This design comes from an exercise in tuning for small area, a short achievable clock period and few clock cycles per item on the open sky130 flow, not from production work.
Power is estimated from default activity; no workload was simulated.

==> 12-27 <==
==> flow/design.v (excerpt) <==
module brimet_alu (
    input  wire        clk,
    input  wire        rst,
    input  wire        in_valid,
    input  wire [7:0]  in_op,
    input  wire [13:0] in_imm,
    input  wire [31:0] in_a,
    input  wire [7:0]  in_aq,
    input  wire [31:0] in_b,
    input  wire [7:0]  in_bq,
    input  wire [31:0] in_d,
    input  wire [7:0]  in_dq,
    output reg         out_valid,
    output reg  [31:0] out_val,
    output reg  [7:0]  out_q
);
Settings: LEC_CHECK=0, CAP_MARGIN=20, CORE_MARGIN=2, CORE_UTILIZATION=50, SLEW_MARGIN=20, SYNTH_HIERARCHICAL=1, SYNTH_MINIMUM_KEEP_SIZE=0; clock period 36.0 ns.
standard.sh (not shown) runs the stock make flow with config.mk's settings and CLKGATE_MAP_FILE= SYNTH_SCRIPT=/design/flow/synth_recipe.tcl, a recipe that flattens the netlist after the stock synthesis.
==> flow/flow/run.sh <==
#!/bin/bash
# Standard ORFS layout of the design at the design's clock period and
# constraints; the only change is a larger setup margin for repair_timing,
# so that the resizer also works on paths well inside the clock period.
set -euo pipefail
bash standard.sh SETUP_SLACK_MARGIN=28.5 finish > standard_flow.log 2>&1
==> 08-25 (differences from 12-27) <==
--- a/flow/design.v
+++ b/flow/design.v
@@ -1125,28 +1125,28 @@
     always @* begin
         for (k = 0; k < 24; k = k + 1)
             lowmask[k] = (rsh > 7'd51) && (nlow > k);
     end
     wire stk = |(mc & lowmask);
+    wire [31:0] fa = flush(s0_a);
+    wire [31:0] fb = flush(s0_b);
+    wire [31:0] fd = flush(s0_d);
     wire        da_lt, da_gt, tb_lt, tb_gt;
-    brimet_cmp31 u_cmp1 (.x(s0_d[30:0]), .y(s0_a[30:0]), .lt(da_lt), .gt(da_gt));
-    wire        da_ge = (s0_d[31] != s0_a[31]) ? s0_a[31] : s0_d[31] ? ~da_gt : ~da_lt;
-    wire        t_d   = op_qual | (op_clamp & da_ge);
-    wire [31:0] t_v   = t_d ? s0_d : s0_a;
-    brimet_cmp31 u_cmp2 (.x(t_v[30:0]), .y(s0_b[30:0]), .lt(tb_lt), .gt(tb_gt));
-    wire        tb_le = (t_v[31] != s0_b[31]) ? t_v[31] : t_v[31] ? ~tb_lt : ~tb_gt;
+    brimet_cmp31 u_cmp1 (.x(fd[30:0]), .y(fa[30:0]), .lt(da_lt), .gt(da_gt));
+    wire        da_ge = (fd[31] != fa[31]) ? fa[31] : fd[31] ? ~da_gt : ~da_lt;
+    wire [31:0] t_cl  = (op_clamp & da_ge) ? fd : fa;
+    brimet_cmp31 u_cmp2 (.x(t_cl[30:0]), .y(fb[30:0]), .lt(tb_lt), .gt(tb_gt));
+    wire        tb_le = (t_cl[31] != fb[31]) ? t_cl[31] : t_cl[31] ? ~tb_lt : ~tb_gt;
+    wire [31:0] r_cl  = tb_le ? t_cl : fb;
     wire        d_ge  = ge_half(s0_d);
     wire        a_ge  = ge_half(s0_a);
-    wire        pick_t = op_sel ? d_ge : (op_abs | op_qual) ? 1'b1 : (tb_le ^ op_max);
-    wire [31:0] r_v    = pick_t ? t_v : s0_b;
-    wire        op_mm  = op_min | op_max | op_clamp | op_abs;
-    wire        op_byp = op_mm | op_sel | op_qual;
-    wire        r_sub  = op_mm & (r_v[30:23] == 8'd0);
-    wire [31:0] o_v    = {r_v[31] & ~op_abs, r_v[30:23], r_v[22:0] & {23{~r_sub}}} & {32{op_byp}};
+    wire [31:0] sel_v = d_ge ? s0_a : s0_b;
+    reg [31:0] o_v;
     reg [7:0]  o_q;
     reg        o_bad;
     always @* begin
+        o_v   = 32'd0;
         o_q   = Q_GOOD;
         o_bad = 1'b0;
         case (s0_op)
             OP_ADD, OP_SUB, OP_MUL: begin
                 o_q   = worse(s0_aq, s0_bq);
@@ -1154,36 +1154,47 @@
             end
             OP_MAC: begin
                 o_q   = worse(worse(s0_aq, s0_bq), s0_dq);
                 o_bad = !finite(s0_a) || !finite(s0_b) || !finite(s0_d);
             end
-            OP_MIN, OP_MAX: begin
+            OP_MIN: begin
+                o_v   = tb_le ? fa : fb;
                 o_q   = worse(s0_aq, s0_bq);
-                o_bad = is_nan(s0_a) || is_nan(s0_b) || !finite(r_v);
+                o_bad = is_nan(s0_a) || is_nan(s0_b) || !finite(o_v);
+            end
+            OP_MAX: begin
+                o_v   = tb_le ? fb : fa;
+                o_q   = worse(s0_aq, s0_bq);
+                o_bad = is_nan(s0_a) || is_nan(s0_b) || !finite(o_v);
             end
             OP_ABS: begin
+                o_v   = {1'b0, fa[30:0]};
                 o_q   = s0_aq;
                 o_bad = !finite(s0_a);
             end
             OP_CLAMP: begin
+                o_v   = r_cl;
                 o_q   = worse(worse(s0_dq, s0_aq), s0_bq);
                 o_bad = is_nan(s0_d) || is_nan(s0_a) || is_nan(s0_b) ||
-                        !finite(t_v) || !finite(r_v);
+                        !finite(t_cl) || !finite(r_cl);
             end
             OP_SEL: begin
+                o_v   = sel_v;
                 o_q   = d_ge ? worse(s0_dq, s0_aq) : worse(s0_dq, s0_bq);
-                o_bad = !finite(r_v);
+                o_bad = !finite(sel_v);
             end
             OP_QUAL: begin
+                o_v = s0_d;
                 case (s0_qsel)
                     3'd0: o_q = worse(s0_aq, s0_bq);
                     3'd1: o_q = s0_aq;
                     3'd2: o_q = (s0_dq == Q_GOOD && s0_aq != Q_GOOD) ? Q_UNCERT : s0_dq;
                     default: o_q = a_ge ? {2'b00, s0_qsub} : s0_dq;
                 endcase
             end
             default: begin
+                o_v = 32'd0;
                 o_q = Q_GOOD;
             end
         endcase
     end
     reg        s1_valid;
@@ -1204,17 +1215,17 @@
         s1_fma <= op_fma;
         s1_bad <= o_bad;
         s1_q   <= o_q;
         s1_p   <= prod;
         s1_mc  <= op_fma ? mc : o_v[23:0];
-        s1_rsh <= op_fma ? rsh : 7'd51;
-        s1_stk <= op_fma & stk;
+        s1_rsh <= rsh;
+        s1_stk <= stk;
         s1_tb  <= op_fma ? tb : {2'b00, o_v[31:24]};
-        s1_sp  <= op_fma & sp;
-        s1_sc  <= op_fma & sc;
+        s1_sp  <= sp;
+        s1_sc  <= sc;
         s1_zs  <= pz & cz & sp & sc;
-        s1_pz  <= pz | ~op_fma;
+        s1_pz  <= pz;
     end
     wire [24:0] al1 = s1_rsh[0] ? {1'b0, s1_mc} : {s1_mc, 1'b0};           
     wire [26:0] al2 = s1_rsh[1] ? {2'b0, al1} : {al1, 2'b0};               
     wire [30:0] al3 = s1_rsh[2] ? {4'b0, al2} : {al2, 4'b0};               
     wire [38:0] al4 = s1_rsh[3] ? {8'b0, al3} : {al3, 8'b0};               
@@ -1238,11 +1249,13 @@
     wire [25:0] hi_dec = hi - 26'd1;
     wire        hi_z   = (hi == 26'd0);
     wire        neg = esub & ~c1 & hi_z;
     reg  [74:0] mag;
     always @* begin
-        if (!esub)
+        if (!s1_fma)
+            mag = {43'd0, s1_tb[7:0], s1_mc};
+        else if (!esub)
             mag = {c0 ? hi_inc : hi, lo0};
         else if (neg)
             mag = {26'd0, ~lo0};
         else
             mag = {c1 ? hi : hi_dec, lo1};
@@ -1289,42 +1302,30 @@
     wire        z1  = ~n6[25];
     wire [24:0] n7  = z1 ? n6[24:0] : n6[25:1];                             
     wire        k1  = ~z1 & n6[0];
     wire        t24 = k32 | k16 | k8 | k4 | k2 | k1;
     wire [6:0]  lz  = {z64, z32, z16, z8, z4, z2, z1};
-    wire signed [10:0] tbx = {s2_tb[9], s2_tb};
-    wire signed [10:0] l1  = tbx - 11'sd1;       
-    wire signed [10:0] l2  = tbx - 11'sd255;     
-    wire signed [10:0] l3  = tbx - 11'sd254;     
-    wire [6:0]  l1s = l1[10] ? 7'd0 : (l1 > 11'sd127) ? 7'd127 : l1[6:0];
-    wire [6:0]  l2s = l2[10] ? 7'd0 : (l2 > 11'sd127) ? 7'd127 : l2[6:0];
-    wire        l3v = !l3[10] && (l3 <= 11'sd127);
-    wire        t0v = !tbx[10] && (tbx <= 11'sd127);
-    wire        te_pos = !l1[10] && (lz <= l1s);                  
-    wire        te_max = !l2[10] && (lz <= l2s);                  
-    wire        te_254 = l3v && (lz == l3[6:0]);                  
-    wire        te_0   = t0v && (lz == s2_tb[6:0]);               
+    wire signed [9:0] te = s2_tb - $signed({3'd0, lz});
     wire [23:0] m24 = n7[24:1];
     wire        g24 = n7[0];
     wire        i24 = g24 & (t24 | m24[0]);
     wire [24:0] r25 = {1'b0, m24} + {24'd0, i24};
-    wire [7:0]  te8 = s2_tb[7:0] - {1'b0, lz};
-    wire [7:0]  fe8 = te8 + {7'd0, r25[24]};
+    wire signed [9:0] fe = te + $signed({9'd0, r25[24]});
     reg [31:0] fr;
     reg        ovf;
     always @* begin
         ovf = 1'b0;
         if (!n7[24]) begin
             fr = {s2_zs, 31'd0};
-        end else if (te_pos) begin
-            if (te_max || (te_254 && r25[24])) begin
+        end else if (te >= 10'sd1) begin
+            if (fe >= 10'sd255) begin
                 ovf = 1'b1;
                 fr  = QNAN;
             end else begin
-                fr = {s2_rs, fe8, r25[24] ? 23'd0 : r25[22:0]};
+                fr = {s2_rs, fe[7:0], r25[24] ? 23'd0 : r25[22:0]};
             end
-        end else if (te_0 && (&n7[24:2]) && n7[1]) begin
+        end else if (te == 10'sd0 && (&n7[24:2]) && n7[1]) begin
             fr = {s2_rs, 8'd1, 23'd0};
         end else begin
             fr = {s2_rs, 31'd0};
         end
     end
@@ -1332,11 +1333,11 @@
     always @(posedge clk) begin
         if (rst)
             out_valid <= 1'b0;
         else
             out_valid <= s2_valid;
-        out_val <= bad ? QNAN : s2_fma ? fr : {s2_tb[7:0], s2_mag[23:0]};
+        out_val <= bad ? QNAN : s2_fma ? fr : s2_mag[31:0];
         out_q   <= bad ? Q_OVERRNG : s2_q;
     end
 endmodule
 module brimet_cadd49 (
     input  wire [48:0] x,
==> flow/run.sh (new file) <==
#!/bin/bash
# synth_recipe.tcl (not shown) runs the flow's synth.tcl, then flattens the netlist and writes it again
# the make line also repeats each setting of config.mk as NAME=value (left out here)
make -C /OpenROAD-flow-scripts/flow DESIGN_CONFIG=/design/flow/config.mk WORK_HOME=/design/flow/orfs CLKGATE_MAP_FILE= SYNTH_SCRIPT=/design/flow/synth_recipe.tcl finish
==> flow/config.mk (replaced) <==
export PLATFORM = sky130hd
export DESIGN_NAME = brimet_alu
export DESIGN_NICKNAME = brimet_alu
export VERILOG_FILES = /design/flow/design.v
export SDC_FILE = /design/flow/constraint.sdc
export NUM_CORES = 4
export LEC_CHECK = 0
export CAP_MARGIN = 50
export CORE_MARGIN = 2
export CORE_UTILIZATION = 50
export SLEW_MARGIN = 70
export SYNTH_HIERARCHICAL = 1
export SYNTH_MINIMUM_KEEP_SIZE = 0
removed: flow/flow/run.sh
removed: flow/standard.sh
==> comparison <==
In 08-25 the utilization is lower than in 12-27, by 0.087 points.
Between 12-27 and 08-25, the lower count of clock-buffer cells in the layout is in 12-27 (gap 1).
Between 12-27 and 08-25, the lower cell count is in 12-27 (gap about 3%, measured against 08-25).
Between 12-27 and 08-25, the lower fmax is in 08-25 (gap about 20%, measured against 08-25).
In sequential cell count, 08-25 and 12-27 do not differ.
In 12-27 the die area is smaller than in 08-25, by 1.3%.
In 08-25 the power is higher than in 12-27, by 2.0%.
Between 08-25 and 12-27, the lower wire length is in 08-25 (gap about 0.3%, measured against 12-27).
Between 12-27 and 08-25, the lower critical path depth is in 12-27 (gap 36).
No run of this note included a check of the RTL's function; only the layout flow was run.

## port drivers added, routing unchanged
Ports are ideal in the flow. The routed layouts listed here were re-timed in OpenROAD. Step 1 assumes that a clkbuf_16 drives the clock port and a buf_2 every other input. Step 2 also shifts input and output timing later by t, the mid clock arrival at the registers, as if the neighbouring blocks saw the same clock. Slacks: ideal ports / drivers / drivers and shift; pairs: ideal ports / drivers.
run	t, ns	setup slack, ns	latest minus earliest clock arrival (ns)
12-27	0.658	27.760 / 27.687 / 27.881	0.046 / 0.046
08-25	0.677	26.053 / 26.053 / 26.053	0.036 / 0.036
After both steps every run listed still meets setup and hold.
